Optimization exercise on an open flow, not production practice.
RTL: at most simulated, not proved equivalent.
Clock network not from TritonCTS: runs 4 to 6.
The clock port is an ideal driver here.
Power: default activity.

--- design/flow/config.mk ---
export PLATFORM = sky130hd
export DESIGN_NAME = h16_bfly
export DESIGN_NICKNAME = h16_bfly
export VERILOG_FILES = /design/flow/design.v
export SDC_FILE = /design/flow/constraint.sdc
export NUM_CORES = 4
export LEC_CHECK = 0
export ABC_AREA = 1
export CAP_MARGIN = 20
export CORE_MARGIN = 2
export CORE_UTILIZATION = 55
export SLEW_MARGIN = 20
--- design/flow/constraint.sdc ---
create_clock -name core_clock -period 20.0 [get_ports {clk}]
set_input_delay 4.0000 -clock core_clock [delete_from_list [all_inputs] [get_ports {clk}]]
set_output_delay 4.0000 -clock core_clock [all_outputs]
set_load 0.01 [all_outputs]
--- design/flow/design.v ---
module h16_bfly (
    input  wire        clk,
    input  wire        rst,
    input  wire        in_valid,
    input  wire [15:0] in_a,
    input  wire [15:0] in_b,
    input  wire        in_half,
    output reg         out_valid,
    output reg  [15:0] out_sum,
    output reg  [15:0] out_diff
);
    localparam [1:0] K_NUM = 2'd0, K_ZERO = 2'd1, K_INF = 2'd2, K_NAN = 2'd3;
    reg        v0, h0;
    reg [15:0] a0, b0;
    always @(posedge clk) begin
        a0 <= in_a;
        b0 <= in_b;
        h0 <= in_half;
        v0 <= in_valid & ~rst;
    end
    function automatic gtf(input [14:0] x, input [14:0] y);
        reg [1:0] r;
        integer i;
        begin
            r = 2'b01;
            for (i = 0; i < 15; i = i + 1)
                r = {(x[i] & ~y[i]) | (~(x[i] ^ y[i]) & r[1]), ~(x[i] ^ y[i]) & r[0]};
            gtf = r[1];
        end
    endfunction
    wire       sa = a0[15], sb = b0[15];
    wire [7:0] ea = a0[14:7], eb = b0[14:7];
    wire       a_sub = ea == 8'd0, b_sub = eb == 8'd0;
    wire       a_max = &ea, b_max = &eb;
    wire       a_nan = a_max && (a0[6:0] != 7'd0);
    wire       b_nan = b_max && (b0[6:0] != 7'd0);
    wire       a_inf = a_max && (a0[6:0] == 7'd0);
    wire       b_inf = b_max && (b0[6:0] == 7'd0);
    wire [7:0] ma = {~a_sub, a0[6:0]}, mb = {~b_sub, b0[6:0]};
    wire [7:0] xa = {ea[7:1], ea[0] | a_sub}, xb = {eb[7:1], eb[0] | b_sub};
    wire       swap = gtf(b0[14:0], a0[14:0]);
    wire       same = b0[14:0] == a0[14:0];
    wire       zz   = (a0[14:0] == 15'd0) && (b0[14:0] == 15'd0);
    wire [7:0] mx   = swap ? mb : ma;
    wire [7:0] my   = swap ? ma : mb;
    wire [7:0] xx   = swap ? xb : xa;
    wire [7:0] xy   = swap ? xa : xb;
    wire [7:0] d    = xx - xy;
    wire [3:0] ds   = d[3:0] | {4{d[7:4] != 4'd0}};
    wire [7:0] lim  = xx - {7'd0, h0};
    wire       add_sum = sa == sb;
    wire       s_sgn = swap ? sb : sa;
    wire       d_sgn = swap ? ~sb : sa;
    wire       nan_in = a_nan | b_nan;
    reg  [1:0] s_kind, d_kind;
    reg        s_sg, d_sg;
    always @* begin
        s_sg = s_sgn;
        d_sg = d_sgn;
        if (nan_in || (a_inf && b_inf && !add_sum)) begin
            s_kind = K_NAN;  s_sg = 1'b0;
        end else if (a_inf) begin
            s_kind = K_INF;  s_sg = sa;
        end else if (b_inf) begin
            s_kind = K_INF;  s_sg = sb;
        end else if (zz || (same && !add_sum)) begin
            s_kind = K_ZERO; s_sg = sa & sb;
        end else begin
            s_kind = K_NUM;
        end
        if (nan_in || (a_inf && b_inf && add_sum)) begin
            d_kind = K_NAN;  d_sg = 1'b0;
        end else if (a_inf) begin
            d_kind = K_INF;  d_sg = sa;
        end else if (b_inf) begin
            d_kind = K_INF;  d_sg = ~sb;
        end else if (zz || (same && add_sum)) begin
            d_kind = K_ZERO; d_sg = sa & ~sb;
        end else begin
            d_kind = K_NUM;
        end
    end
    reg        v1, add_sum1, s_sg1, d_sg1;
    reg [1:0]  s_kind1, d_kind1;
    reg [7:0]  mx1, my1, lim1;
    reg [3:0]  ds1;
    always @(posedge clk) begin
        v1 <= v0 & ~rst;
        add_sum1 <= add_sum;
        s_sg1 <= s_sg;  d_sg1 <= d_sg;
        s_kind1 <= s_kind;  d_kind1 <= d_kind;
        mx1 <= mx;  my1 <= my;  lim1 <= lim;  ds1 <= ds;
    end
    wire [21:0] sh  = {my1, 3'b000, 11'd0} >> ds1;
    wire [11:0] opy = {1'b0, sh[21:12], sh[11] | (sh[10:0] != 11'd0)};
    wire [11:0] opx = {1'b0, mx1, 3'b000};
    wire [11:0] ra  = opx + opy;
    wire [11:0] rs  = opx - opy;
    wire        la  = ~ra[11] & (lim1 != 8'd0);
    wire [11:0] na  = la ? {ra[10:0], 1'b0} : ra;
    wire [11:0] mk  = (lim1 > 8'd11) ? 12'd0 : (12'h800 >> lim1[3:0]);
    wire [11:0] rm  = {1'b0, rs[10:0]} | mk;
    reg  [3:0]  ls;
    integer k;
    always @* begin
        ls = 4'd0;
        for (k = 0; k < 12; k = k + 1)
            if (rm[k]) ls = 4'd11 - k[3:0];
    end
    reg        v2, add_sum2, s_sg2, d_sg2, la2;
    reg [1:0]  s_kind2, d_kind2;
    reg [7:0]  lim2;
    reg [9:0]  na2;
    reg [10:0] rs2;
    reg [3:0]  ls2;
    always @(posedge clk) begin
        v2 <= v1 & ~rst;
        add_sum2 <= add_sum1;
        s_sg2 <= s_sg1;  d_sg2 <= d_sg1;
        s_kind2 <= s_kind1;  d_kind2 <= d_kind1;
        lim2 <= lim1;  la2 <= la;
        na2 <= {na[11:3], na[2:0] != 3'd0};
        rs2 <= rs[10:0];  ls2 <= ls;
    end
    function automatic [15:0] rnd_enc(input [8:0] em1, input [9:0] n);
        reg up;
        begin
            up = n[1] & (n[2] | n[0]);
            rnd_enc = {em1 + {8'd0, n[9]}, n[8:2]} + {15'd0, up};
        end
    endfunction
    wire [15:0] enca = rnd_enc({1'b0, lim2} - {8'd0, la2}, na2);
    wire [11:0] ns   = {1'b0, rs2} << ls2;
    wire [15:0] encs = rnd_enc({1'b0, lim2} - {5'd0, ls2}, {ns[11:3], ns[2:0] != 3'd0});
    function automatic [15:0] fin(input [1:0] kind, input sg, input [15:0] enc);
        reg isnum;
        begin
            isnum = kind == K_NUM;
            fin[15]   = sg;
            fin[14:7] = isnum ? (enc[14:7] | {8{enc[15]}}) : {8{kind[1]}};
            fin[6:0]  = (enc[6:0] & {7{isnum & ~enc[15] & ~(&enc[14:7])}}) | {kind == K_NAN, 6'd0};
        end
    endfunction
    always @(posedge clk) begin
        if (rst) out_valid <= 1'b0;
        else     out_valid <= v2;
        out_sum  <= fin(s_kind2, s_sg2, add_sum2 ? enca : encs);
        out_diff <= fin(d_kind2, d_sg2, add_sum2 ? encs : enca);
    end
endmodule
--- design/flow/flow/run.sh ---
#!/bin/bash
# The standard layout, with plain buf_2 cells as the port buffers in place of
# the delay buffers the placer picks by default (every port still gets one),
# and a shallow clock tree without dummy loads.
set -euo pipefail
bash standard.sh synth > synth.log 2>&1
bash standard.sh \
  BUFFER_PORTS_ARGS="-buffer_cell sky130_fd_sc_hd__buf_2" \
  CTS_ARGS="-sink_clustering_enable -repair_clock_nets -dont_use_dummy_load -buf_list sky130_fd_sc_hd__clkbuf_16 -root_buf sky130_fd_sc_hd__clkbuf_16 -sink_clustering_size 40 -sink_clustering_max_diameter 200" \
  finish > layout.log 2>&1
--- design/flow/standard.sh ---
#!/bin/bash
# synth_recipe.tcl (not shown) runs the flow's synth.tcl, then flattens the netlist and writes it again
# the make line also repeats each setting of config.mk as NAME=value (left out here)
make -C /OpenROAD-flow-scripts/flow DESIGN_CONFIG=/design/flow/config.mk WORK_HOME=/design/flow/orfs CLKGATE_MAP_FILE= SYNTH_SCRIPT=/design/flow/synth_recipe.tcl "${@:-finish}"
==> results.txt, run 1 <==
* Status: timing/DRC/antenna clean
* Setup Skew at 0.0163 ns
* Crit path buffers/inverters at 1
* Hold path startpoint: s_sg2
* Critical path, cell by cell: buf_2
* Commonest non-fill, non-tap cells in the layout: nand2_1, inv_1, dfxtp_1
* Reg clk slew, reported paths at ~0.050 ns
* Final GP Congestion at 0.886
* Sequential cell area at about 2900 um2
* Startpoint types: register
* Nets at approximately 1300
* Worst Hold Margin at between 0.3 and 0.4 ns
* Multi-input combinational cell area at about 4700 um2
* H-tree levels at 4
* Share of layout cells above drive strength 1 at 12.4%
* CTS tree: yes
* Netlist cell types at 52
* Leakage dissipation at roughly 4.7 nW
* Die area at approximately 16000 um2
* Area delta synth->final at 10.7%
* Finished Layout Cells at between 1000 and 1500
* WP data arrival at about 0.84 ns
* Post-CTS setup buffer count at 0
* First-pass GRT wire length at between 20000 and 30000 um
* WP data required at 16.00 ns
* CP Capture Type: output pin
* Cell Count Post-Placement at 1418
* Crit path kind: reg -> out
* Worst setup startpoint: out_diff[6]
* Crit Path Max Fanout at 1
* Least-Margin Pin Slew at just under 0.9 ns
* Row count at 45
* Fill cells at 1477
* Num Clock Sinks at ~150
* Synth Cell Area at between 8000 and 9000 um2
* Iter 0 DRT Violations at roughly 350
* Root Buffer: clkbuf_16
* Largest net degree at the start of global routing at 42
* EDFF count, synth at 0
* Ant. Diodes at 0
* Hpwl dp at ~15000 um
* RR Startpoint: a0[2]
* Post-CTS resize count at 0
* I/O pin count at slightly below 70
* Final core occ at roughly three fifths
* Core ar. at between 15000 and 20000 um2
* Final Max Tran Viols at 0
* Initial Utilization at approximately 56%
* Synth Net Count at ~1300
* Initial antenna violation count at 0
* Post-synthesis sequential area ratio at between 30% and 40%
* Die width at 127 um
* Yosys warns at 1
* Vias per inst at around 5.1
* Worst relative slew slack at between 40% and 50%
* Final TNS setup at 0 ns
* Class of the worst hold path: reg -> reg
* Clock Path Buffers at 2
* DR vias at 7330
* Syn Area/Cell at slightly above 7 um2
* Die height at ~130 um
* Clock period minus worst slack at a little under 5 ns
* Post-DRT Antenna Nets at 0
* Drt drc at 0
* Synth Flop Type: dfxtp_1
* Most common cell after layout, fill and taps aside: nand2_1
* Fmax at 206 MHz
* IO Port Bufs at slightly below 70
* Gr ovfl total at 0
* Synthesized flop and latch total at 145
* RSZ-0062 raised after global routing: false
* Max_cap viols at 0
* Drt total wl at roughly 18000 um
* First drt pass iteration count at 5
* TritonCTS Buffers at 17
* Hold Vio Cnt, Final at 0
* Routed length per instance at 12.6 um
* Crit path max-delay family: flip-flops
* Vias in the first global route at a little under 7000
* Clk Latency, worst-skew pair at 0.42 ns
* Post-CTS Hold Buffers at 0
* Synth async-reset ratio at 0%
* Total GRT Usage at between 20% and 30%
* VDD IR max at ~0.072 mV
* CP max stage cell: dfxtp_1
* Mapped Cells at 1183
* Pwr dens at about 130 nW/um2
* Finish-stage setup viols at 0
* Slowest stage delay, CP at roughly 0.31 ns
* Tcrit/Tclk final at 24.2%
==> through the flow <==
step | worst slack [ns] | power, W | cell area, um2
6_report | 15.16 | 0.00118 | 9270
5_1_grt | 14.91 | 0.00129 | 9270
4_1_cts | 15.14 | 0.00119 | 9270
3_5_place_dp | 15.57 | 0.000938 | 8840
3_3_place_gp | 15.55 | 0.000935 | 8840
2_1_floorplan | 15.67 | 0.000810 | 8370
==> report_power, final <==
group,internal [W],leakage [nW],switching [W]
Clock,0.000147,0.209,0.000101
Combinational,0.000200,3.25,0.000358
Sequential,0.000348,1.21,0.0000297
Total,0.000694,4.68,0.000488
==> final cells by class <==
| type | instances | share of cell area (%) |
|---|---|---|
| Tap cell | 188 | 2.54 |
| Sequential cell | 145 | 31.3 |
| Multi-Input combinational cell | 848 | 51.0 |
| Timing Repair Buffer | 69 | 3.75 |
| Clock buffer | 17 | 4.59 |
| Inverter | 168 | 6.80 |
==> state kept, by name, summed over array words and instances (netlist names), 2 cells and up <==
name and count:
a0 16, b0 16, d_kind1 2, d_kind2 2, ds1 4, lim1 8
lim2 8, ls2 4, mx1 8, my1 8, na2 10, out_diff 16
out_sum 16, rs2 11, s_kind1 2, s_kind2 2
==> cells in the mapped netlist, drive strengths merged, types with 5 or more instances <==
cell    number  share of area, %
xnor2       13               1.4
buf         11              0.81
clkbuf      11              0.49
a21oi       36               2.2
inv        163               7.3
o21ai      122               7.8
a31oi        7              0.52
nor3         6              0.42
dfxtp      145                35
or2          9              0.70
nor4        10              0.75
nand3       75               4.6
ha          59               8.8
clkinv       5              0.22
nand4       15               1.1
nand2      323                15
nor2       101               5.5
xor2        38               4.0
==> routing by layer <==
| layer | vias up | wire, um | global-route usage (%) |
|---|---|---|---|
| met5 | - | 0 | 0 |
| met1 | 3249 | 8200 | 27.5 |
| met2 | 137 | 8790 | 41.6 |
| met3 | 26 | 683 | 4.52 |
| li1 | 3918 | - | - |
| met4 | 0 | 382 | 8.08 |
==> logic make-up after synthesis <==
family,count (synthesis),synth area share [%]
buffers and inverters,190,8.83
adders and majority gates,62,9.54
AOI/OAI and AO/OA,189,12.8
DFF,145,34.7
and+or+nand+nor,544,28.5
muxes,2,0.239
xor gates and xnor gates,51,5.34
==> worst paths after layout <==
| check | endpoint | slack, ns | cells after the start |
|---|---|---|---|
| setup / recovery | out_diff[6] | 15.16 | 1 |
| hold / removal | out_sum[15] | 0.32 | 0 |
| setup reg to reg | ds1[1] | 15.57 | 29 |
| hold reg to reg | out_sum[15] | 0.32 | 0 |
Testbench counts, summed over its fixed seeds: cycles 24,032, items 24,000.
==> run 2: changes to the inputs <==
==> design/flow/flow/run.sh (replaced) <==
#!/bin/bash
# The standard layout, with plain buf_2 cells as the port buffers in place of
# the delay buffers the placer picks by default (every port still gets one),
# and a shallow clock tree without dummy loads.
set -euo pipefail
bash standard.sh synth > synth.log 2>&1
bash standard.sh \
  BUFFER_PORTS_ARGS="-buffer_cell sky130_fd_sc_hd__buf_2" \
  CTS_ARGS="-sink_clustering_enable -repair_clock_nets -dont_use_dummy_load -buf_list sky130_fd_sc_hd__clkbuf_8 -root_buf sky130_fd_sc_hd__clkbuf_16 -sink_clustering_size 20 -sink_clustering_max_diameter 150" \
  finish > layout.log 2>&1
==> run 2 against run 1 <==
  * Area after synthesis unchanged
  * Still clean
  * Combinational power about the same
  * Critical path depth unchanged
  * Via count about the same
  * Sequential power about the same
  * Critical endpoint is now out_valid
==> results.txt, run 2 <==
* Setup Skew at 0.0228 ns (+0.00644 ns)
* Synthesized flop and latch total at 145 (unchanged)
* Crit path max-delay family: flip-flops
* Synth Cell Area at 8370 um2 (unchanged)
* Routed length per instance at 12.5 um (-0.64%)
* Fin worst setup slack at 15.20 ns (+0.0458 ns)
* Finish-stage setup viols at 0 (unchanged)
* Multi-input combinational cell area at 4730 um2 (unchanged)
* Fill cells at 1503 (+1.8%)
* Tcrit/Tclk final at 24.0% (-0.23 points)
* Post-CTS setup buffer count at 0 (unchanged)
* Vias per inst at 5.11 (about the same)
* TritonCTS Buffers at 17 (unchanged)
* Cell Count Post-Placement at 1418 (unchanged)
* Iter 0 DRT Violations at 306 (-13%)
* Slowest stage delay, CP at 0.30 ns (about the same)
* Crit path buffers/inverters at 1 (unchanged)
* Pre-CTS setup slack at 15.57 ns (unchanged)
* CTS tree: yes
* Final GP Congestion at 0.886 (unchanged)
* Post-synthesis sequential area ratio at 34.7% (unchanged)
* Total GRT Usage at 23.0% (-0.18 points)
* Synth Flop Type: dfxtp_1
* Die height at 127 um (unchanged)
* Gr ovfl total at 0 (unchanged)
* Crit Path Max Fanout at 1 (unchanged)
* Critical path, cell by cell: buf_2
* Area delta synth->final at 8.59%
* Reg2Reg Setup Slack at 15.56 ns (about the same)
* VDD IR max at 0.0572 mV (-21%)
* Commonest non-fill, non-tap cells in the layout: nand2_1, inv_1, dfxtp_1
* Clk Latency, worst-skew pair at 0.37 ns (-0.05 ns)
* Initial antenna violation count at 0 (unchanged)
* CP Capture Type: output pin
* Mapped Cells at 1183 (unchanged)
* H-tree levels at 4 (unchanged)
* Root Buffer: clkbuf_16
* Syn Area/Cell at 7.08 um2 (unchanged)
* First-pass GRT wire length at 29800 um (-0.46%)
* CP max stage cell: dfxtp_1
* Final Max Tran Viols at 0 (unchanged)
* Startpoint types: register
* DR vias at 7333 (+0.041%)
* Synth Net Count at 1281 (unchanged)
* Comb power frac at 50.4% (+3.3 points)
* Sequential cell area at 2900 um2 (unchanged)
* Max_cap viols at 0 (unchanged)
* First drt pass iteration count at 5 (unchanged)
* Count leader, synth: nand2_1
* Class of the worst hold path: reg -> reg
* Clock period minus worst slack at 4.80 ns (-0.0458 ns)
* Drt drc at 0 (unchanged)
* Yosys top cell area share at 34.7% (unchanged)
* Netlist cell types at 52 (unchanged)
* Leakage dissipation at 4.60 nW (-1.8%)
* Finished Layout Cells at 1435 (unchanged)
* Sw frac at 43.2% (+1.9 points)
* Share of layout cells above drive strength 1 at 12.4% (unchanged)
* Vias in the first global route at 6721 (-0.30%)
* Ant. Diodes at 0 (unchanged)
* Row count at 45 (unchanged)
* Hold path cells at 0 (unchanged)
* Area leader, netlist: dfxtp_1
* Psw at 0.000478 W (-2.2%)
* Sequential share of power at 34.1% (+2.2 points)
* EDFF count, synth at 0 (unchanged)
* Nets at 1347 (unchanged)
* Final TNS setup at 0 ns (unchanged)
* Die width at 127 um (unchanged)
* Reg clk slew, reported paths at 0.08 ns (+0.03 ns)
* Reg2reg path depth at 29 (unchanged)
* Most common cell after layout, fill and taps aside: nand2_1
* RSZ-0062 raised after global routing: false
* Synth async-reset ratio at 0% (unchanged)
* Tot Pwr at 0.00111 W (-6.6%)
* Worst relative slew slack at 42.2% (+0.35 points)
* IO Port Bufs at 68 (unchanged)
* Clock share of power at 15.5% (-5.4 points)
* WP data arrival at 0.80 ns (-0.04 ns)
* Fmax at 208 MHz (+0.96%)
* Post-CTS resize count at 0 (unchanged)
* I/O pin count at 69 (unchanged)
* Pwr dens at 122 nW/um2 (-4.7%)
* Least-Margin Pin Slew at 0.866 ns (-0.00529 ns)
* Critical Path Stages at 1 (unchanged)
* Core ar. at 15000 um2 (unchanged)
* Initial Utilization at 55.7% (unchanged)
* Hpwl dp at 14700 um (unchanged)
* Post-DRT Antenna Nets at 0 (unchanged)
* Yosys warns at 1 (unchanged)
* Num Clock Sinks at 145 (unchanged)
* P_int at 0.000627 W (-9.7%)
* Post-CTS Hold Buffers at 0 (unchanged)
* Largest net degree at the start of global routing at 42 (unchanged)
* Status: timing/DRC/antenna clean
* Top cells by count, synth: nand2_1, inv_1, dfxtp_1, o21ai_0, nor2_1
* Hold Vio Cnt, Final at 0 (unchanged)
* Die area at 16200 um2 (unchanged)
* WP data required at 16.00 ns (about the same)
* Drt total wl at 17900 um (-0.64%)
* Synth area leaders: dfxtp_1, nand2_1, ha_1, inv_1, o21ai_0
* Clock Path Buffers at 2 (unchanged)
* Crit path kind: reg -> out
==> run 2: cell counts after synthesis <==
Identical to the previous run, type by type.
==> run 2: kinds of logic after synthesis <==
| kind of cell | synth area share [%] |
|---|---|
| simple gates | 28.5 |
| buf+inv | 8.83 |
| compound gates | 12.8 |
| flops | 34.7 |
| fa+ha+maj | 9.54 |
| xor+xnor | 5.34 |
| mux | 0.239 |
==> run 2: layer usage <==
layer	track usage (%)	routed length [um]	share of wire, %
met3	4.10	654	3.6
met1	27.4	8140	45
met2	41.1	8720	49
met5	0	0	0
met4	8.66	432	2.4
==> run 2: power by group through the flow <==
stage | sequential, W | combinational [W] | clock (W)
after floorplan | 0.000391 | 0.000420 | 0
after global placement | 0.000383 | 0.000552 | 0
after detailed placement | 0.000384 | 0.000554 | 0
after CTS | 0.000378 | 0.000557 | 0.000177
after global routing | 0.000384 | 0.000640 | 0.000186
final | 0.000377 | 0.000557 | 0.000171
==> run 2: layout make-up <==
type	count	share of cell area [%]
clock buffer	17	2.70
sequential	145	31.9
timing repair buffer	69	3.83
multi-input combinational	848	52.0
tap	188	2.59
inverter	168	6.94
==> run 2: through the flow <==
step / util, % / hold slack [ns] / area (um2)
floorplan: - / 0.310 / 8370
global placement: 58.8 / 0.310 / 8840
detailed placement: 58.8 / 0.312 / 8840
CTS: 60.5 / 0.329 / 9090
global route: 60.5 / 0.338 / 9090
finish: 60.5 / 0.326 / 9090
==> run 2: path summary, 6_finish.rpt <==
kind,startpoint,end
max,out_valid,out_valid
min,s_sg2,out_sum[15]
max reg2reg,a0[2],ds1[3]
min reg2reg,s_sg2,out_sum[15]
==> run 2: worst register-to-register path, delay by kind of cell, from the launching register on <==
family / cells / cell delay (ns)
buffers and inverters: 4 / 0.58
and+or+nand+nor: 20 / 2.07
AOI/OAI and AO/OA: 2 / 0.67
adders and majority gates: 3 / 0.66
DFF: 1 / 0.32
==> run 3: changes to the inputs <==
--- a/design/flow/design.v
+++ b/design/flow/design.v
@@ -122,16 +122,30 @@
         na2 <= {na[11:3], na[2:0] != 3'd0};
         rs2 <= rs[10:0];  ls2 <= ls;
     end
-    function automatic [15:0] rnd_enc(input [8:0] em1, input [9:0] n);
+    function automatic [8:0] inc9(input [8:0] x, input c);
+        reg [8:0] p;
+        integer i;
+        begin
+            p[0] = 1'b1;
+            for (i = 1; i < 9; i = i + 1)
+                p[i] = p[i-1] & x[i-1];
+            inc9 = x ^ (p & {9{c}});
+        end
+    endfunction
+    function automatic [15:0] rnd_enc(input [8:0] e, input [8:0] n);
         reg up;
+        reg [8:0] f;
         begin
             up = n[1] & (n[2] | n[0]);
-            rnd_enc = {em1 + {8'd0, n[9]}, n[8:2]} + {15'd0, up};
+            f  = inc9({1'b0, n[8:2], 1'b1}, up);
+            rnd_enc = {e + {8'd0, f[8]}, f[7:1]};
         end
     endfunction
-    wire [15:0] enca = rnd_enc({1'b0, lim2} - {8'd0, la2}, na2);
+    wire [8:0]  exa  = {1'b0, lim2} + {{8{la2 & ~na2[9]}}, la2 ^ na2[9]};
+    wire [15:0] enca = rnd_enc(exa, na2[8:0]);
     wire [11:0] ns   = {1'b0, rs2} << ls2;
-    wire [15:0] encs = rnd_enc({1'b0, lim2} - {5'd0, ls2}, {ns[11:3], ns[2:0] != 3'd0});
+    wire [8:0]  exs  = ({1'b0, lim2} + 9'd1 - {5'd0, ls2}) & {9{ns[11]}};
+    wire [15:0] encs = rnd_enc(exs, {ns[10:3], ns[2:0] != 3'd0});
     function automatic [15:0] fin(input [1:0] kind, input sg, input [15:0] enc);
         reg isnum;
         begin
==> design/flow/flow/run.sh (replaced) <==
#!/bin/bash
# The standard layout, with plain buf_2 cells as the port buffers in place of
# the delay buffers the placer picks by default (every port still gets one),
# and a clock tree of clkbuf_8 cells (clkbuf_16 at the root) without dummy loads.
set -euo pipefail
bash standard.sh synth > synth.log 2>&1
bash standard.sh \
  BUFFER_PORTS_ARGS="-buffer_cell sky130_fd_sc_hd__buf_2" \
  CTS_ARGS="-sink_clustering_enable -repair_clock_nets -dont_use_dummy_load -buf_list sky130_fd_sc_hd__clkbuf_8 -root_buf sky130_fd_sc_hd__clkbuf_16 -sink_clustering_size 30" \
  finish > layout.log 2>&1
==> run 3 against run 2 <==
  * Critical path type unchanged
  * Global-route usage decreased by 0.66 points
  * Area after synthesis down 0.40%
  * First-iteration DRC count grew 36%
  * Total power shrank 9.5%
  * Cell count fell by 0.70%
  * Sequential share of layout area rose by 0.079 points
  * Routed wire length down 5.7%
  * Worst hold slack worse by 0.015 ns
  * Fmax shrank 0.17%
  * Non-clock buffer count grew 1
  * Die area decreased by 0.39%
  * Largest power group unchanged
  * Combinational power fell by 18%
==> results.txt, run 3 <==
* Yosys top cell area share at 34.8% (+0.14 points)
* Hpwl dp at 13800 um (-6.1%)
* VDD IR max at 0.0542 mV (-5.1%)
* Mapped Cells at 1176 (-0.59%)
* Final TNS setup at 0 ns (unchanged)
* Final Cell Area at 9070 um2 (-0.25%)
* Crit path kind: reg -> out
* Fin worst setup slack at 15.19 ns (-0.00830 ns)
* Syn Area/Cell at 7.09 um2 (+0.19%)
* Drt total wl at 16900 um (-5.7%)
* Critical Path Stages at 1 (unchanged)
* Worst setup path end: out_valid
* Nets at 1342 (-0.37%)
* Vias per inst at 5.04 (-1.4%)
* Met3 Use GR at 4.65% (+0.54 points)
* Synthesized flop and latch total at 145 (unchanged)
* Synth Flop Type: dfxtp_1
* Hold Vio Cnt, Final at 0 (unchanged)
* Leakage dissipation at 4.72 nW (+2.6%)
* Slowest stage delay, CP at 0.30 ns (about the same)
* Synth Net Count at 1275 (-0.47%)
* Commonest non-fill, non-tap cells in the layout: nand2_1, inv_1, dfxtp_1
* Reg clk slew, reported paths at 0.08 ns (about the same)
* IO Port Bufs at 68 (unchanged)
* Pwr dens at 110 nW/um2 (-9.3%)
* Class of the worst hold path: reg -> reg
* Clk Latency, worst-skew pair at 0.38 ns (about the same)
* Synth area leaders: dfxtp_1, nand2_1, ha_1, inv_1, o21ai_0
* Post-CTS Hold Buffers at 0 (unchanged)
* RR Startpoint: ls2[0]
* Fmax at 208 MHz (-0.17%)
* Share of layout cells above drive strength 1 at 11.4% (-0.99 points)
* TritonCTS Buffers at 17 (unchanged)
* Total GRT Usage at 22.3% (-0.66 points)
* M2 GR Usage at 38.6% (-2.5 points)
* CP max stage cell: dfxtp_1
* Final GP Congestion at 0.912 (+2.9%)
* Finish-stage setup viols at 0 (unchanged)
* WP data required at 16.00 ns (about the same)
* Final Max Tran Viols at 0 (unchanged)
* DR vias at 7181 (-2.1%)
* CTS tree: yes
* Initial Utilization at 56.9% (+1.2 points)
* Tcrit/Tclk final at 24.0% (+0.041 points)
* Most common cell after layout, fill and taps aside: nand2_1
* Top cells by count, synth: nand2_1, inv_1, dfxtp_1, o21ai_0, nand3_1
* Hold path cells at 0 (unchanged)
* WP data arrival at 0.81 ns (about the same)
* Crit Path Max Fanout at 1 (unchanged)
* Worst setup startpoint: out_valid
* Max_cap viols at 0 (unchanged)
* CP Capture Type: output pin
* Post-CTS resize count at 0 (unchanged)
* Setup Skew at 0.0257 ns (+0.00290 ns)
* Count leader, synth: nand2_1
* Area delta synth->final at 8.76%
* Critical path, cell by cell: buf_2
* Drt drc at 0 (unchanged)
* GR Util met1 at 27.9% (+0.44 points)
* Post-DRT Antenna Nets at 0 (unchanged)
* Vias in the first global route at 6624 (-1.4%)
* First-pass GRT wire length at 29400 um (-1.6%)
* Gr ovfl total at 0 (unchanged)
* GR peak layer: met2
* Reg2reg path depth at 24 (-17%)
* Synth async-reset ratio at 0% (unchanged)
* Largest net degree at the start of global routing at 42 (unchanged)
* Pre-CTS setup slack at 15.59 ns (+0.0178 ns)
* Reg2Reg Setup Slack at 16.07 ns (+0.51 ns)
* First drt pass iteration count at 5 (unchanged)
* Clock period minus worst slack at 4.81 ns (+0.00830 ns)
* Worst relative slew slack at 44.7% (+2.5 points)
* Ant. Diodes at 0 (unchanged)
* Row count at 44 (-2.2%)
* Status: timing/DRC/antenna clean
* Crit path max-delay family: flip-flops
* Initial antenna violation count at 0 (unchanged)
* Iter 0 DRT Violations at 417 (+36%)
* RR Endpoint: out_diff[4]
* Area leader, netlist: dfxtp_1
* Post-synthesis sequential area ratio at 34.8% (+0.14 points)
* Root Buffer: clkbuf_16
* Post-DP Area at 8820 um2 (-0.25%)
* Die area at 16200 um2 (-0.39%)
* Synth Cell Area at 8340 um2 (-0.40%)
* Routed length per instance at 11.9 um (-5.0%)
* I/O pin count at 69 (unchanged)
* Startpoint types: register
* H-tree levels at 4 (unchanged)
* Post-CTS setup buffer count at 0 (unchanged)
* Num Clock Sinks at 145 (unchanged)
* Core ar. at 14600 um2 (-2.6%)
* Clock Path Buffers at 2 (unchanged)
* Crit path buffers/inverters at 1 (unchanged)
* EDFF count, synth at 0 (unchanged)
* Yosys warns at 1 (unchanged)
* Die width at 127 um (-0.20%)
* RSZ-0062 raised after global routing: false
* Die height at 127 um (-0.20%)
* Netlist cell types at 51 (-1.9%)
* Least-Margin Pin Slew at 0.829 ns (-0.0371 ns)
[run 3: cell types whose count changed in the layout (fill, tap and decap cells not counted), sizes merged, moves of 5 or more]
cell,previous run,this run
nand3,75,81
o211ai,1,9
xor2,38,29
nor2,101,92
nand4,15,20
a21oi,36,54
o21ai,122,105
inv,163,176
nand2,323,315
[run 3: through the flow]
stage | cells | power, W | utilization, % | hold WS [ns]
floorplan | 1176 | 0.000731 | - | 0.310
global placement | 1408 | 0.000834 | 60.2 | 0.310
detailed placement | 1408 | 0.000838 | 60.2 | 0.312
CTS | 1425 | 0.00101 | 61.9 | 0.311
global route | 1425 | 0.00110 | 61.9 | 0.315
finish | 1425 | 0.00100 | 61.9 | 0.310
[run 3: how the worst min path moves through the flow]
stage,end,start,slack (ns)
2_1_floorplan,add_sum2,add_sum1,0.31
3_3_place_gp,s_sg2,s_sg1,0.31
3_5_place_dp,s_kind2[0],s_kind1[0],0.31
4_1_cts,out_sum[15],s_sg2,0.31
5_1_grt,out_sum[15],s_sg2,0.31
6_report,out_sum[15],s_sg2,0.31
[run 3: where the power goes]
group	total (W)	switching, W	internal, W	leakage [nW]
sequential	0.000376	0.0000294	0.000346	1.21
clock	0.000167	0.0000872	0.0000798	0.127
combinational	0.000457	0.000290	0.000167	3.37
[run 3: cell type report]
type                    instances  area (um2)
fillers                      1425        5580
multi-input cells             830        4660
flip-flops and latches        145        2900
inverters                     179         672
repair buffers                 70         355
clock buffers                  17         245
well taps                     184         230
[run 3: logic make-up after synthesis]
logic type / after synthesis / share of synthesized area (%)
AO/OA/AOI/OAI: 191 / 13.0
XOR/XNOR: 39 / 4.10
adder cells (fa/ha/maj): 63 / 9.82
buffers and inverters: 201 / 9.26
flip-flops: 145 / 34.8
multiplexers: 3 / 0.360
AND/OR/NAND/NOR: 534 / 28.6
[run 3: layer usage]
metal,vias to the layer above,wire length (um),part of all wire [%]
met4,0,287,1.7
met2,148,7990,47
met3,18,632,3.7
li1,3903,-,-
met5,-,0,0
met1,3112,8020,47
Testbench counts of run 3, summed over its fixed seeds: cycles 24,032, items 24,000.
==> run 4: changes to the inputs <==
==> design/flow/flow/run.sh (replaced) <==
#!/bin/bash
# The standard layout, with plain buf_2 cells as the port buffers in place of
# the delay buffers the placer picks by default (every port still gets one),
# and, after CTS, a one-level clock tree (flow/mycts.tcl): the clock port
# drives four clkbuf_16 cells, each feeding one cluster of registers.
set -euo pipefail
bash standard.sh synth > synth.log 2>&1
bash standard.sh \
  BUFFER_PORTS_ARGS="-buffer_cell sky130_fd_sc_hd__buf_2" \
  CTS_ARGS="-sink_clustering_enable -repair_clock_nets -dont_use_dummy_load -buf_list sky130_fd_sc_hd__clkbuf_8 -root_buf sky130_fd_sc_hd__clkbuf_16" \
  POST_CTS_TCL="$PWD/flow/mycts.tcl" \
  finish > layout.log 2>&1
==> design/flow/flow/mycts.tcl (new file) <==
# Replace the clock tree that CTS built with a one-level tree: the clock port
# drives NBUF clkbuf_16 cells, each driving the registers of one cluster
# (k-means on the register locations). All registers get the same tree depth.
set nbuf 4
if {[info exists ::env(MYCTS_NBUF)]} { set nbuf $::env(MYCTS_NBUF) }
set db [ord::get_db]
set block [ord::get_db_block]
set clk [$block findNet clk]
set bufmaster [$db findMaster sky130_fd_sc_hd__clkbuf_16]

# walk the clock network from the port
set sinks {}
set tree_insts {}
set tree_nets {}
set todo [list $clk]
while {[llength $todo] > 0} {
  set net [lindex $todo 0]
  set todo [lrange $todo 1 end]
  foreach it [$net getITerms] {
    if {![$it isInputSignal]} { continue }
    set inst [$it getInst]
    set mname [[$inst getMaster] getName]
    if {[regexp {__df} $mname]} {
      lappend sinks $it
    } elseif {[regexp {__(clkbuf|clkinv|buf|inv)} $mname]} {
      lappend tree_insts $inst
      foreach ot [$inst getITerms] {
        if {[$ot isOutputSignal] && [$ot getNet] ne "NULL"} {
          lappend todo [$ot getNet]
          lappend tree_nets [$ot getNet]
        }
      }
    } else {
      puts "mycts: unexpected clock load [$inst getName] $mname"
      exit 1
    }
  }
}
puts "mycts: [llength $sinks] register clock pins, removing [llength $tree_insts] tree cells"

# register locations
set pts {}
foreach it $sinks {
  set bb [[$it getInst] getBBox]
  lappend pts [list [expr {([$bb xMin] + [$bb xMax]) / 2.0}] [expr {([$bb yMin] + [$bb yMax]) / 2.0}]]
}
# take the tree apart
foreach it $sinks { $it disconnect }
foreach inst $tree_insts { odb::dbInst_destroy $inst }
foreach net $tree_nets { odb::dbNet_destroy $net }

# k-means, seeded along the diagonal of the registers' bounding box
set n [llength $pts]
set xs [lsort -real [lmap p $pts {lindex $p 0}]]
set ys [lsort -real [lmap p $pts {lindex $p 1}]]
set cen {}
for {set k 0} {$k < $nbuf} {incr k} {
  set i [expr {int(($k + 0.5) * $n / $nbuf)}]
  lappend cen [list [lindex $xs $i] [lindex $ys [expr {$n - 1 - $i}]]]
}
set asg [lrepeat $n 0]
for {set iter 0} {$iter < 50} {incr iter} {
  for {set j 0} {$j < $n} {incr j} {
    set p [lindex $pts $j]
    set best 0; set bd 1e30
    for {set k 0} {$k < $nbuf} {incr k} {
      set c [lindex $cen $k]
      set dd [expr {abs([lindex $p 0] - [lindex $c 0]) + abs([lindex $p 1] - [lindex $c 1])}]
      if {$dd < $bd} { set bd $dd; set best $k }
    }
    lset asg $j $best
  }
  for {set k 0} {$k < $nbuf} {incr k} {
    set sx 0; set sy 0; set m 0
    for {set j 0} {$j < $n} {incr j} {
      if {[lindex $asg $j] == $k} {
        set sx [expr {$sx + [lindex $pts $j 0]}]; set sy [expr {$sy + [lindex $pts $j 1]}]; incr m
      }
    }
    if {$m > 0} { lset cen $k [list [expr {$sx / $m}] [expr {$sy / $m}]] }
  }
}

# balance the clusters: give each register, nearest pairs first, to the
# nearest centre that still has room, then move the centres; repeat
set cap [expr {($n + $nbuf - 1) / $nbuf}]
for {set iter 0} {$iter < 10} {incr iter} {
  set pairs {}
  for {set j 0} {$j < $n} {incr j} {
    set p [lindex $pts $j]
    for {set k 0} {$k < $nbuf} {incr k} {
      set c [lindex $cen $k]
      lappend pairs [list [expr {abs([lindex $p 0] - [lindex $c 0]) + abs([lindex $p 1] - [lindex $c 1])}] $j $k]
    }
  }
  set pairs [lsort -real -index 0 $pairs]
  set asg [lrepeat $n -1]
  set cnt [lrepeat $nbuf 0]
  foreach pr $pairs {
    lassign $pr dd j k
    if {[lindex $asg $j] >= 0 || [lindex $cnt $k] >= $cap} { continue }
    lset asg $j $k
    lset cnt $k [expr {[lindex $cnt $k] + 1}]
  }
  for {set k 0} {$k < $nbuf} {incr k} {
    set sx 0; set sy 0; set m 0
    for {set j 0} {$j < $n} {incr j} {
      if {[lindex $asg $j] == $k} {
        set sx [expr {$sx + [lindex $pts $j 0]}]; set sy [expr {$sy + [lindex $pts $j 1]}]; incr m
      }
    }
    if {$m > 0} { lset cen $k [list [expr {$sx / $m}] [expr {$sy / $m}]] }
  }
}

for {set k 0} {$k < $nbuf} {incr k} {
  set inst [odb::dbInst_create $block $bufmaster "clkbuf_leaf_$k"]
  set net [odb::dbNet_create $block "clknet_leaf_$k"]
  $net setSigType CLOCK
  [$inst findITerm A] connect $clk
  [$inst findITerm X] connect $net
  set c [lindex $cen $k]
  $inst setLocation [expr {int([lindex $c 0])}] [expr {int([lindex $c 1])}]
  $inst setPlacementStatus PLACED
  set m 0
  for {set j 0} {$j < $n} {incr j} {
    if {[lindex $asg $j] == $k} { [lindex $sinks $j] connect $net; incr m }
  }
  puts "mycts: clkbuf_leaf_$k drives $m registers"
}
$clk setSigType CLOCK
detailed_placement
check_placement -verbose
estimate_parasitics -placement
report_clock_latency
report_clock_skew
==> run 4 against run 3 <==
  * Critical path depth stayed put
  * Fmax is 3.9% higher
  * Combinational power hardly changed
  * Synthesized cell count stayed put
  * Via count is 0.78% lower
  * Flip-flop and latch count stayed put
  * Largest power group unchanged
==> results.txt, run 4 <==
* Hold path startpoint: s_sg2
* Slowest stage delay, CP at 0.33 ns (+0.03 ns)
* Cell Count Post-Placement at 1408 (unchanged)
* WP data arrival at 0.62 ns (-0.19 ns)
* Fill cells at 1428 (+0.21%)
* Die area at 16200 um2 (unchanged)
* Psw at 0.000386 W (-5.0%)
* I/O pin count at 69 (unchanged)
* Startpoint types: register
* RR Endpoint: out_diff[3]
* Hold Vio Cnt, Final at 0 (unchanged)
* Commonest non-fill, non-tap cells in the layout: nand2_1, inv_1, dfxtp_1
* Comb power frac at 48.8% (+3.1 points)
* VDD IR max at 0.0614 mV (+13%)
* Synth async-reset ratio at 0% (unchanged)
* Area leader, netlist: dfxtp_1
* Final Max Tran Viols at 0 (unchanged)
* Reg clk slew, reported paths at 0.12 ns (+0.04 ns)
* Drt total wl at 16600 um (-1.9%)
* Mapped Cells at 1176 (unchanged)
* Synth Flop Type: dfxtp_1
* Clk Latency, worst-skew pair at 0.18 ns (-0.20 ns)
* Nets at 1329 (-0.97%)
* Sw frac at 41.2% (+0.56 points)
* Reg2reg path depth at 24 (unchanged)
* Worst setup startpoint: out_diff[9]
* Final TNS setup at 0 ns (unchanged)
* Count leader, synth: nand2_1
* Synth Net Count at 1275 (unchanged)
* Finish-stage setup viols at 0 (unchanged)
* Crit path kind: reg -> out
* Crit Path Max Fanout at 1 (unchanged)
* Synth area leaders: dfxtp_1, nand2_1, ha_1, inv_1, o21ai_0
* CP max stage cell: dfxtp_1
* Finished Layout Cells at 1412 (-0.91%)
* Die height at 127 um (unchanged)
* Clock period minus worst slack at 4.62 ns (-0.181 ns)
* Post-DRT Antenna Nets at 0 (unchanged)
* P_int at 0.000551 W (-7.2%)
* EDFF count, synth at 0 (unchanged)
* Initial Utilization at 56.9% (unchanged)
* Worst Hold Endpoint: out_sum[15]
* Iter 0 DRT Violations at 366 (-12%)
* Final core occ at 60.9% (-0.99 points)
* Share of layout cells above drive strength 1 at 10.5% (-0.94 points)
* DR vias at 7125 (-0.78%)
* Pwr dens at 105 nW/um2 (-4.8%)
* Reg2Reg Setup Slack at 16.10 ns (+0.03 ns)
* Final GP Congestion at 0.912 (unchanged)
* Netlist cell types at 51 (unchanged)
* Most common cell after layout, fill and taps aside: nand2_1
* Routed length per instance at 11.8 um (-0.96%)
* Yosys warns at 1 (unchanged)
* Post-synthesis sequential area ratio at 34.8% (unchanged)
* Drt drc at 0 (unchanged)
* Synth Cell Area at 8340 um2 (unchanged)
* Syn Area/Cell at 7.09 um2 (unchanged)
* Leakage dissipation at 4.64 nW (-1.7%)
* RR Startpoint: ls2[0]
* Crit path buffers/inverters at 1 (unchanged)
* WP data required at 16.00 ns (about the same)
* Synthesized flop and latch total at 145 (unchanged)
* Crit path max-delay family: flip-flops
* Class of the worst hold path: reg -> reg
* First drt pass iteration count at 6 (+1)
* Total GRT Usage at 21.5% (-0.82 points)
* Initial antenna violation count at 0 (unchanged)
* Setup Skew at 0.00594 ns (-0.0197 ns)
* Tcrit/Tclk final at 23.1% (-0.91 points)
* Vias per inst at 5.05 (+0.13%)
* Clock share of power at 11.1% (-5.6 points)
* Worst relative slew slack at 44.7% (about the same)
* Core ar. at 14600 um2 (unchanged)
* Vias in the first global route at 6516 (-1.6%)
* Gr ovfl total at 0 (unchanged)
* Status: timing/DRC/antenna clean
* Ant. Diodes at 0 (unchanged)
* RSZ-0062 raised after global routing: false
* Die width at 127 um (unchanged)
* Hpwl dp at 13800 um (unchanged)
* Row count at 44 (unchanged)
* Top cells by count, synth: nand2_1, inv_1, dfxtp_1, o21ai_0, nand3_1
* Area delta synth->final at 7.02%
* Least-Margin Pin Slew at 0.829 ns (+0.000463 ns)
* IO Port Bufs at 68 (unchanged)
* Sequential share of power at 40.1% (+2.5 points)
* Yosys top cell area share at 34.8% (unchanged)
* Fmax at 216 MHz (+3.9%)
* Num Clock Sinks at 145 (unchanged)
* Hold path cells at 0 (unchanged)
* First-pass GRT wire length at 28900 um (-1.6%)
* Critical path, cell by cell: buf_2
* Max_cap viols at 0 (unchanged)
* CP Capture Type: output pin
* Largest net degree at the start of global routing at 42 (unchanged)
## run 4: worst max-delay path by stage
stage / cells after the start / slack, ns / endpoint
after global placement: 1 / 15.60 / out_sum[6]
final: 1 / 15.38 / out_diff[9]
after detailed placement: 1 / 15.59 / out_diff[15]
after global routing: 1 / 15.33 / out_diff[7]
after floorplan: 0 / 15.67 / out_diff[0]
## run 4: power groups by stage
stage          sequential (W)  combinational [W]  clock (W)
2_1_floorplan        0.000391           0.000340          0
3_3_place_gp         0.000382           0.000453          0
3_5_place_dp         0.000383           0.000455          0
5_1_grt              0.000383           0.000527   0.000118
6_report             0.000375           0.000457   0.000104
## run 4: area by class of cell
| cell class | instances | area [um2] | share of cell area [%] |
|---|---|---|---|
| plain buffers | 4 | 100 | 1.12 |
| inverters | 179 | 672 | 7.53 |
| multi-input cells | 830 | 4660 | 52.3 |
| flip-flops and latches | 145 | 2900 | 32.5 |
| well taps | 184 | 230 | 2.58 |
| repair buffers | 70 | 355 | 3.98 |
## run 4: cell families after synthesis
family	after synthesis	share of synthesized area (%)
simple gates	534	28.6
buf+inv	201	9.26
compound gates	191	13.0
flops	145	34.8
fa+ha+maj	63	9.82
xor+xnor	39	4.10
mux	3	0.360
## run 4: stage by stage
step / power [W] / cell area (um2) / hold slack, ns / worst slack [ns]
final: 0.000937 / 8920 / 0.341 / 15.38
after global routing: 0.00103 / 8920 / 0.345 / 15.33
after detailed placement: 0.000838 / 8820 / 0.312 / 15.59
after global placement: 0.000834 / 8820 / 0.310 / 15.60
after floorplan: 0.000731 / 8340 / 0.310 / 15.67
## run 4: per-layer routing
layer | share of wire [%] | global-route usage [%] | up-vias
met5 | 0 | 0 | -
met4 | 2.8 | 7.82 | 0
met3 | 2.7 | 2.05 | 24
met2 | 46 | 37.6 | 121
met1 | 48 | 27.7 | 3106
li1 | - | - | 3874
==> run 5: changes to the inputs <==
--- a/design/flow/design.v
+++ b/design/flow/design.v
@@ -18,14 +18,14 @@
         h0 <= in_half;
         v0 <= in_valid & ~rst;
     end
-    function automatic gtf(input [14:0] x, input [14:0] y);
+    function automatic [1:0] gteq(input [14:0] x, input [14:0] y);
         reg [1:0] r;
         integer i;
         begin
             r = 2'b01;
             for (i = 0; i < 15; i = i + 1)
                 r = {(x[i] & ~y[i]) | (~(x[i] ^ y[i]) & r[1]), ~(x[i] ^ y[i]) & r[0]};
-            gtf = r[1];
+            gteq = r;
         end
     endfunction
     wire       sa = a0[15], sb = b0[15];
@@ -38,9 +38,10 @@
     wire       b_inf = b_max && (b0[6:0] == 7'd0);
     wire [7:0] ma = {~a_sub, a0[6:0]}, mb = {~b_sub, b0[6:0]};
     wire [7:0] xa = {ea[7:1], ea[0] | a_sub}, xb = {eb[7:1], eb[0] | b_sub};
-    wire       swap = gtf(b0[14:0], a0[14:0]);
-    wire       same = b0[14:0] == a0[14:0];
-    wire       zz   = (a0[14:0] == 15'd0) && (b0[14:0] == 15'd0);
+    wire [1:0] cmp  = gteq(b0[14:0], a0[14:0]);
+    wire       swap = cmp[1];
+    wire       same = cmp[0];
+    wire       zz   = same && (a0[14:0] == 15'd0);
     wire [7:0] mx   = swap ? mb : ma;
     wire [7:0] my   = swap ? ma : mb;
     wire [7:0] xx   = swap ? xb : xa;
@@ -143,22 +144,23 @@
     endfunction
     wire [8:0]  exa  = {1'b0, lim2} + {{8{la2 & ~na2[9]}}, la2 ^ na2[9]};
     wire [15:0] enca = rnd_enc(exa, na2[8:0]);
+    wire [14:0] encf = (enca[15] | (&enca[14:7])) ? 15'h7F80 : enca[14:0];
     wire [11:0] ns   = {1'b0, rs2} << ls2;
     wire [8:0]  exs  = ({1'b0, lim2} + 9'd1 - {5'd0, ls2}) & {9{ns[11]}};
     wire [15:0] encs = rnd_enc(exs, {ns[10:3], ns[2:0] != 3'd0});
-    function automatic [15:0] fin(input [1:0] kind, input sg, input [15:0] enc);
+    function automatic [15:0] fin(input [1:0] kind, input sg, input [14:0] enc);
         reg isnum;
         begin
             isnum = kind == K_NUM;
             fin[15]   = sg;
-            fin[14:7] = isnum ? (enc[14:7] | {8{enc[15]}}) : {8{kind[1]}};
-            fin[6:0]  = (enc[6:0] & {7{isnum & ~enc[15] & ~(&enc[14:7])}}) | {kind == K_NAN, 6'd0};
+            fin[14:7] = isnum ? enc[14:7] : {8{kind[1]}};
+            fin[6:0]  = isnum ? enc[6:0] : {kind == K_NAN, 6'd0};
         end
     endfunction
     always @(posedge clk) begin
         if (rst) out_valid <= 1'b0;
         else     out_valid <= v2;
-        out_sum  <= fin(s_kind2, s_sg2, add_sum2 ? enca : encs);
-        out_diff <= fin(d_kind2, d_sg2, add_sum2 ? encs : enca);
+        out_sum  <= fin(s_kind2, s_sg2, add_sum2 ? encf : encs[14:0]);
+        out_diff <= fin(d_kind2, d_sg2, add_sum2 ? encs[14:0] : encf);
     end
 endmodule
==> run 5 against run 4 <==
  * Flip-flop and latch count unchanged
  * Critical endpoint is now out_sum[13]
  * Clock skew is 0.0036 ns higher
  * Utilization down 1.4 points
  * Largest power group unchanged
  * Worst hold slack lost 0.0015 ns
  * Area after synthesis is 3.6% lower
  * First-iteration DRC count shrank 4.1%
  * Synthesized cell count down 6.7%
  * Still clean
  * Clock power barely moved
  * Fmax about the same
  * Critical path depth stayed put
  * Cell count fell by 5.7%
  * Die area fell by 3.5%
==> results.txt, run 5 <==
* Hold Vio Cnt, Final at 0 (unchanged)
* Area leader, netlist: dfxtp_1
* Hpwl dp at 13500 um (-2.3%)
* M2 GR Usage at 40.0% (+2.4 points)
* Met3 Use GR at 1.98% (-0.076 points)
* Vias per inst at 5.01 (-0.73%)
* Critical Path Stages at 1 (unchanged)
* Die width at 125 um (-1.8%)
* Worst Hold Margin at 0.339 ns (-0.00148 ns)
* First-pass GRT wire length at 28300 um (-2.0%)
* Share of layout cells above drive strength 1 at 11.6% (+1.1 points)
* Synth area leaders: dfxtp_1, nand2_1, ha_1, inv_1, o21ai_0
* Class of the worst hold path: reg -> reg
* Sequential share of power at 42.2% (+2.1 points)
* Yosys warns at 1 (unchanged)
* Crit path max-delay family: flip-flops
* Area delta synth->final at 6.76%
* Die height at 125 um (-1.8%)
* Sequential cell area at 2900 um2 (unchanged)
* Synth async-reset ratio at 0% (unchanged)
* Critical path, cell by cell: buf_2
* VDD IR max at 0.0653 mV (+6.4%)
* Finish-stage setup viols at 0 (unchanged)
* Max_cap viols at 0 (unchanged)
* RSZ-0062 raised after global routing: false
* Comb power frac at 46.1% (-2.7 points)
* Psw at 0.000351 W (-8.9%)
* GR Util met1 at 27.0% (-0.71 points)
* Reg clk slew, reported paths at 0.11 ns (about the same)
* Mapped Cells at 1097 (-6.7%)
* Final Max Tran Viols at 0 (unchanged)
* Multiplexer area fraction after synthesis at 0% (-0.36 points)
* Num Clock Sinks at 145 (unchanged)
* Post-DP Area at 8480 um2 (-3.9%)
* Crit Path Max Fanout at 1 (unchanged)
* Row count at 44 (unchanged)
* Netlist cell types at 55 (+7.8%)
* Clk Latency, worst-skew pair at 0.18 ns (about the same)
* Drt total wl at 16200 um (-2.4%)
* Final TNS setup at 0 ns (unchanged)
* Largest net degree at the start of global routing at 40 (-4.8%)
* Final core occ at 59.5% (-1.4 points)
* WP data required at 16.00 ns (about the same)
* Initial Utilization at 55.7% (-1.2 points)
* Fmax at 216 MHz (about the same)
* Crit path kind: reg -> out
* Top cells by count, synth: nand2_1, dfxtp_1, inv_1, nor2_1, o21ai_0
* RR Startpoint: a0[3]
* Post-Synth XOR/XNOR Area at 4.76% (+0.67 points)
* Leakage dissipation at 4.31 nW (-7.1%)
* Pwr dens at 104 nW/um2 (-0.74%)
* Iter 0 DRT Violations at 351 (-4.1%)
* CP Capture Type: output pin
* Worst setup path end: out_sum[13]
* Simple-Gate Fraction of Synth Area at 27.4% (-1.2 points)
* Count leader, synth: nand2_1
* Initial antenna violation count at 0 (unchanged)
* WP data arrival at 0.62 ns (about the same)
* CP max stage cell: dfxtp_1
* Yosys top cell area share at 36.1% (+1.3 points)
* Commonest non-fill, non-tap cells in the layout: nand2_1, dfxtp_1, inv_1
* Startpoint types: register
* Least-Margin Pin Slew at 0.811 ns (-0.0185 ns)
* Synth Net Count at 1195 (-6.3%)
* Vias in the first global route at 6336 (-2.8%)
* Synth Area in Adders at 10.0% (+0.21 points)
* Tcrit/Tclk final at 23.1% (about the same)
* First drt pass iteration count at 4 (-2)
* Synthesized flop and latch total at 145 (unchanged)
* Fill cells at 1448 (+1.4%)
* I/O pin count at 69 (unchanged)
* Routed length per instance at 12.2 um (+3.5%)
* Final GP Congestion at 0.887 (-2.8%)
* Worst setup startpoint: out_sum[13]
* Nets at 1247 (-6.2%)
* Worst relative slew slack at 45.8% (+1.1 points)
* Final Cell Area at 8580 um2 (-3.8%)
* Syn Area/Cell at 7.33 um2 (+3.3%)
* EDFF count, synth at 0 (unchanged)
* DR vias at 6667 (-6.4%)
* Die area at 15600 um2 (-3.5%)
* Clock share of power at 11.7% (+0.6 points)
* Drt drc at 0 (unchanged)
* Core ar. at 14400 um2 (-1.5%)
* Largest family of logic cells by synthesized area: simple AND/OR/NAND/NOR gates
* RR Endpoint: ds1[3]
* Status: timing/DRC/antenna clean
* Post-DRT Antenna Nets at 0 (unchanged)
* Multi-input combinational cell area at 4420 um2 (-5.3%)
* Post-synthesis sequential area ratio at 36.1% (+1.3 points)
* Synth Cell Area at 8040 um2 (-3.6%)
* Most common cell after layout, fill and taps aside: nand2_1
* IO Port Bufs at 68 (unchanged)
* Slowest stage delay, CP at 0.33 ns (about the same)
* P_int at 0.000542 W (-1.5%)
* Ant. Diodes at 0 (unchanged)
* Gr ovfl total at 0 (unchanged)
* Total GRT Usage at 21.6% (+0.10 points)
* Setup Skew at 0.00952 ns (+0.00358 ns)
* Reg2Reg Setup Slack at 15.79 ns (-0.31 ns)
* Crit path buffers/inverters at 1 (unchanged)
* Post-synthesis compound-gate area fraction at 12.7% (-0.28 points)
* Synth Flop Type: dfxtp_1
* Clock period minus worst slack at 4.62 ns (+0.000100 ns)
* Reg2reg path depth at 27 (+13%)
* Sw frac at 39.3% (-1.9 points)
* GR peak layer: met2
[run 5: cell count changes in the layout (fill, tap and decap cells not counted), sizes merged, moves of 6 or more]
cell,before,now
o21ai,105,97
nand4,20,12
nand2,315,275
nor3,7,15
inv,176,151
nor4,7,13
nand3,81,72
[run 5: worst min-delay path by stage]
stage / startpoint / endpoint / slack, ns / cells after the start
floorplan: add_sum1 / add_sum2 / 0.31 / 0
global placement: d_sg1 / d_sg2 / 0.31 / 0
detailed placement: d_kind1[1] / d_kind2[1] / 0.31 / 0
global route: d_kind1[1] / d_kind2[1] / 0.35 / 0
finish: d_kind1[1] / d_kind2[1] / 0.34 / 0
[run 5: through the flow]
stage | total power [W] | setup slack (ns) | std cells
global route | 0.000976 | 15.20 | 1331
finish | 0.000894 | 15.38 | 1331
detailed placement | 0.000797 | 15.58 | 1327
floorplan | 0.000699 | 15.67 | 1097
global placement | 0.000793 | 15.60 | 1327
[run 5: layout make-up]
class	count	share of cell area, %
buffer	4	1.17
inverter	153	6.78
multi-input combinational	776	51.5
sequential	145	33.8
tap	184	2.68
timing repair buffer	69	4.05
[run 5: cells by family after synthesis]
group	count (synthesis)
AOI/OAI and AO/OA	179
xor gates and xnor gates	42
adders and majority gates	62
buffers and inverters	176
DFF	145
and+or+nand+nor	493
[run 5: power by group through the flow]
stage	Combinational, W	Clock (W)	Sequential (W)
after global placement	0.000410	0	0.000384
final	0.000412	0.000104	0.000377
after floorplan	0.000306	0	0.000394
after detailed placement	0.000413	0	0.000385
after global routing	0.000473	0.000118	0.000385
[run 5: metal layers]
layer	vias to the layer above	routed length (um)
li1	3652	-
met1	2904	7520
met2	93	8060
met3	18	358
met4	0	271
met5	-	0
Testbench counts of run 5, summed over its fixed seeds: cycles 24,032, items 24,000.
==> run 6: changes to the inputs <==
==> design/flow/flow/run.sh (replaced) <==
#!/bin/bash
# Layout flow:
# - synthesis: ORFS's own synthesis script (as standard.sh runs it), but with
#   ABC's area script replaced by flow/area.abc (chained dch/map -a/mfs2
#   passes) and without adder-cell extraction, so ABC maps the arithmetic
#   itself; the registers come out the same as in the standard synthesis;
# - plain buf_2 cells as the port buffers in place of the delay buffers the
#   placer picks by default (every port still gets one);
# - after CTS, a one-level clock tree (flow/mycts.tcl): the clock port drives
#   four clkbuf_16 cells, each feeding one cluster of registers.
set -euo pipefail
rm -rf myscripts
cp -r "$FLOW_HOME/scripts" myscripts
cp flow/area.abc myscripts/abc_area.script
bash standard.sh SCRIPTS_DIR="$PWD/myscripts" ADDER_MAP_FILE= synth > synth.log 2>&1
bash standard.sh \
  BUFFER_PORTS_ARGS="-buffer_cell sky130_fd_sc_hd__buf_2" \
  CTS_ARGS="-sink_clustering_enable -repair_clock_nets -dont_use_dummy_load -buf_list sky130_fd_sc_hd__clkbuf_8 -root_buf sky130_fd_sc_hd__clkbuf_16" \
  POST_CTS_TCL="$PWD/flow/mycts.tcl" \
  finish > layout.log 2>&1
==> design/flow/flow/area.abc (new file) <==
strash
dch -f
map -a
mfs2
strash
dch -f
map -a
topo
stime -c
buffer -c
upsize -c
dnsize -c
==> design/flow/flow/mycts.tcl (replaced) <==
# Replace the clock tree that CTS built with a one-level tree: the clock port
# drives NBUF clkbuf_16 cells, each driving the registers of one cluster
# (k-means on the register locations). All registers get the same tree depth.
set nbuf 4
set db [ord::get_db]
set block [ord::get_db_block]
set clk [$block findNet clk]
set bufmaster [$db findMaster sky130_fd_sc_hd__clkbuf_16]

# walk the clock network from the port
set sinks {}
set tree_insts {}
set tree_nets {}
set todo [list $clk]
while {[llength $todo] > 0} {
  set net [lindex $todo 0]
  set todo [lrange $todo 1 end]
  foreach it [$net getITerms] {
    if {![$it isInputSignal]} { continue }
    set inst [$it getInst]
    set mname [[$inst getMaster] getName]
    if {[regexp {__df} $mname]} {
      lappend sinks $it
    } elseif {[regexp {__(clkbuf|clkinv|buf|inv)} $mname]} {
      lappend tree_insts $inst
      foreach ot [$inst getITerms] {
        if {[$ot isOutputSignal] && [$ot getNet] ne "NULL"} {
          lappend todo [$ot getNet]
          lappend tree_nets [$ot getNet]
        }
      }
    } else {
      puts "mycts: unexpected clock load [$inst getName] $mname"
      exit 1
    }
  }
}
puts "mycts: [llength $sinks] register clock pins, removing [llength $tree_insts] tree cells"

# register locations
set pts {}
foreach it $sinks {
  set bb [[$it getInst] getBBox]
  lappend pts [list [expr {([$bb xMin] + [$bb xMax]) / 2.0}] [expr {([$bb yMin] + [$bb yMax]) / 2.0}]]
}
# take the tree apart
foreach it $sinks { $it disconnect }
foreach inst $tree_insts { odb::dbInst_destroy $inst }
foreach net $tree_nets { odb::dbNet_destroy $net }

# k-means on the register locations, seeded at the quadrant centres of
# their bounding box (nbuf = 4)
set n [llength $pts]
set xs [lsort -real [lmap p $pts {lindex $p 0}]]
set ys [lsort -real [lmap p $pts {lindex $p 1}]]
set x0 [lindex $xs 0]; set x1 [lindex $xs end]
set y0 [lindex $ys 0]; set y1 [lindex $ys end]
set cen {}
for {set k 0} {$k < $nbuf} {incr k} {
  set fx [expr {($k % 2) ? 0.75 : 0.25}]
  set fy [expr {(($k / 2) % 2) ? 0.75 : 0.25}]
  lappend cen [list [expr {$x0 + $fx * ($x1 - $x0)}] [expr {$y0 + $fy * ($y1 - $y0)}]]
}
proc dist {p c} { expr {abs([lindex $p 0] - [lindex $c 0]) + abs([lindex $p 1] - [lindex $c 1])} }
proc centres {pts asg nbuf cen} {
  for {set k 0} {$k < $nbuf} {incr k} {
    set sx 0; set sy 0; set m 0
    foreach p $pts a $asg {
      if {$a == $k} { set sx [expr {$sx + [lindex $p 0]}]; set sy [expr {$sy + [lindex $p 1]}]; incr m }
    }
    if {$m > 0} { lset cen $k [list [expr {$sx / $m}] [expr {$sy / $m}]] }
  }
  return $cen
}
set asg [lrepeat $n 0]
for {set iter 0} {$iter < 50} {incr iter} {
  for {set j 0} {$j < $n} {incr j} {
    set p [lindex $pts $j]
    set best 0; set bd 1e30
    for {set k 0} {$k < $nbuf} {incr k} {
      set dd [dist $p [lindex $cen $k]]
      if {$dd < $bd} { set bd $dd; set best $k }
    }
    lset asg $j $best
  }
  set cen [centres $pts $asg $nbuf $cen]
}
set cap [expr {($n + $nbuf - 1) / $nbuf + 2}]
for {set guard 0} {$guard < 1000} {incr guard} {
  set cnt [lrepeat $nbuf 0]
  foreach a $asg { lset cnt $a [expr {[lindex $cnt $a] + 1}] }
  set big -1
  for {set k 0} {$k < $nbuf} {incr k} { if {[lindex $cnt $k] > $cap} { set big $k; break } }
  if {$big < 0} { break }
  set bj -1; set bk -1; set bc 1e30
  for {set j 0} {$j < $n} {incr j} {
    if {[lindex $asg $j] != $big} { continue }
    set p [lindex $pts $j]
    set d0 [dist $p [lindex $cen $big]]
    for {set k 0} {$k < $nbuf} {incr k} {
      if {$k == $big || [lindex $cnt $k] >= $cap} { continue }
      set c [expr {[dist $p [lindex $cen $k]] - $d0}]
      if {$c < $bc} { set bc $c; set bj $j; set bk $k }
    }
  }
  lset asg $bj $bk
  set cen [centres $pts $asg $nbuf $cen]
}

for {set k 0} {$k < $nbuf} {incr k} {
  set inst [odb::dbInst_create $block $bufmaster "clkbuf_leaf_$k"]
  set net [odb::dbNet_create $block "clknet_leaf_$k"]
  $net setSigType CLOCK
  [$inst findITerm A] connect $clk
  [$inst findITerm X] connect $net
  set c [lindex $cen $k]
  $inst setLocation [expr {int([lindex $c 0])}] [expr {int([lindex $c 1])}]
  $inst setPlacementStatus PLACED
  set m 0
  for {set j 0} {$j < $n} {incr j} {
    if {[lindex $asg $j] == $k} { [lindex $sinks $j] connect $net; incr m }
  }
  puts "mycts: clkbuf_leaf_$k drives $m registers"
}
$clk setSigType CLOCK
detailed_placement
check_placement -verbose
estimate_parasitics -placement
report_clock_latency
report_clock_skew
set worst 0
foreach pin [all_registers -clock_pins -edge_triggered] {
  foreach edge {rise fall} {
    set s [sta::time_ui_sta [get_property $pin slew_max_$edge]]
    if {$s > $worst} { set worst $s }
  }
}
puts "mycts: largest register clock-pin slew (placement estimate) [expr {$worst * 1e12}] ps"
==> run 6 against run 5 <==
  * Still clean
  * Synthesized cell count is 5.8% lower
  * Critical path type unchanged
  * Clock skew is 0.013 ns higher
  * Highest routed layer unchanged
  * Critical path depth unchanged
==> results.txt, run 6 <==
* Status: timing/DRC/antenna clean
* Finished Layout Cells at 1251 (-6.0%)
* Synth async-reset ratio at 0% (unchanged)
* Synthesized flop and latch total at 145 (unchanged)
* Gr ovfl total at 0 (unchanged)
* Syn Area/Cell at 6.86 um2 (-6.4%)
* Reg2Reg Setup Slack at 15.76 ns (-0.03 ns)
* Clock period minus worst slack at 4.63 ns (+0.00260 ns)
* GR peak layer: met2
* Die area at 13800 um2 (-11%)
* Synth Flop Type: dfxtp_1
* Core ar. at 12600 um2 (-13%)
* CP max stage cell: dfxtp_1
* Pwr dens at 95.3 nW/um2 (-8.5%)
* Slowest stage delay, CP at 0.33 ns (about the same)
* WP data arrival at 0.63 ns (about the same)
* Crit Path Max Fanout at 1 (unchanged)
* Tot Pwr at 0.000728 W (-19%)
* Initial antenna violation count at 0 (unchanged)
* Iter 0 DRT Violations at 396 (+13%)
* Synth Net Count at 1069 (-11%)
* Most common cell after layout, fill and taps aside: nand2_1
* Critical Path Stages at 1 (unchanged)
* Routed length per instance at 11.4 um (-6.1%)
* Cell Count Post-Placement at 1247 (-6.0%)
* Tcrit/Tclk final at 23.1% (about the same)
* Post-DRT Antenna Nets at 0 (unchanged)
* Hpwl dp at 11500 um (-14%)
* Ant. Diodes at 0 (unchanged)
* Largest net degree at the start of global routing at 48 (+20%)
* Area leader, netlist: dfxtp_1
* Top cells by count, synth: nand2_1, nor2_1, inv_1, dfxtp_1, o21ai_0
* Count leader, synth: nand2_1
* RR Startpoint: a0[1]
* Crit path max-delay family: flip-flops
* Leakage dissipation at 3.81 nW (-12%)
* CP Capture Type: output pin
* Post-synthesis sequential area ratio at 41.0% (+4.8 points)
* EDFF count, synth at 0 (unchanged)
* Yosys top cell area share at 41.0% (+4.8 points)
* Num Clock Sinks at 145 (unchanged)
* Vias per inst at 4.95 (-1.2%)
* M2 GR Usage at 37.8% (-2.3 points)
* Share of layout cells above drive strength 1 at 8.90% (-2.7 points)
* Die height at 118 um (-5.9%)
* Startpoint types: register
* Worst Hold Margin at 0.341 ns (+0.00209 ns)
* Drt drc at 0 (unchanged)
* Worst setup startpoint: out_diff[5]
* Synth Cell Area at 7090 um2 (-12%)
* Max_cap viols at 0 (unchanged)
* RSZ-0062 raised after global routing: false
* Class of the worst hold path: reg -> reg
* DR vias at 6189 (-7.2%)
* Reg clk slew, reported paths at 0.12 ns (about the same)
* Final TNS setup at 0 ns (unchanged)
* Vias in the first global route at 5453 (-14%)
* Worst setup path end: out_diff[5]
* Die width at 118 um (-5.9%)
* Nets at 1117 (-10%)
* Fill cells at 1277 (-12%)
* Total GRT Usage at 21.2% (-0.39 points)
* GR Util met1 at 26.9% (-0.044 points)
* Initial Utilization at 56.2% (+0.44 points)
* I/O pin count at 69 (unchanged)
* WP data required at 16.00 ns (about the same)
* Mapped Cells at 1033 (-5.8%)
* Crit path kind: reg -> out
* Drt total wl at 14300 um (-12%)
* First drt pass iteration count at 6 (+2)
* Crit path buffers/inverters at 1 (unchanged)
==> run 6: cell types whose count changed after synthesis, moves of 8 or more <==
| cell | previous run | this run |
|---|---|---|
| nor2_1 | 90 | 164 |
| nand2_1 | 258 | 197 |
| ha_1 | 58 | 0 |
| nand3_1 | 65 | 31 |
| nand2_2 | 14 | 0 |
| o21ai_1 | 10 | 23 |
| nor3_1 | 11 | 21 |
| clkbuf_1 | 11 | 20 |
| a21oi_1 | 49 | 57 |
| o22ai_1 | 1 | 9 |
==> run 6: cell families after synthesis <==
logic type / Yosys count / share of synthesized area (%)
buffers and inverters: 178 / 9.60
xor gates and xnor gates: 48 / 5.93
muxes: 6 / 0.847
AOI/OAI and AO/OA: 207 / 16.2
DFF: 145 / 41.0
and+or+nand+nor: 449 / 26.4
==> run 6: through the flow <==
| stage | setup WS (ns) | area (um2) | util, % |
|---|---|---|---|
| final | 15.37 | 7640 | 60.5 |
| after global routing | 15.27 | 7640 | 60.5 |
| after detailed placement | 15.58 | 7540 | 59.7 |
| after global placement | 15.60 | 7540 | 59.7 |
| after floorplan | 15.67 | 7090 | - |
==> run 6: routing by layer <==
metal	share of wire [%]	wire, um
met4	2.2	319
met5	0	0
met2	48	6810
met1	47	6760
met3	2.9	421
==> run 6: report_power, final <==
part / switching [W] / internal (W) / total [W]
clock network: 0.0000661 / 0.0000375 / 0.000104
logic: 0.000162 / 0.0000997 / 0.000262
registers: 0.0000234 / 0.000340 / 0.000363
total: 0.000251 / 0.000477 / 0.000728
==> run 6: how the worst min path moves through the flow <==
| stage | startpoint | to | slack (ns) | depth (start not counted) |
|---|---|---|---|---|
| after detailed placement | s_kind1[1] | s_kind2[1] | 0.31 | 0 |
| after floorplan | add_sum1 | add_sum2 | 0.31 | 0 |
| after global routing | s_sg2 | out_sum[15] | 0.35 | 0 |
| final | d_sg1 | d_sg2 | 0.34 | 0 |
| after global placement | s_kind1[1] | s_kind2[1] | 0.31 | 0 |
==> run 6: final cells by class <==
| type | count | area, um2 | area share, % |
|---|---|---|---|
| Multi-Input combinational cell | 710 | 3500 | 45.9 |
| Sequential cell | 145 | 2900 | 38.0 |
| Inverter | 150 | 563 | 7.37 |
| Timing Repair Buffer | 70 | 355 | 4.65 |
| Tap cell | 172 | 215 | 2.82 |
| Buffer | 4 | 100 | 1.31 |
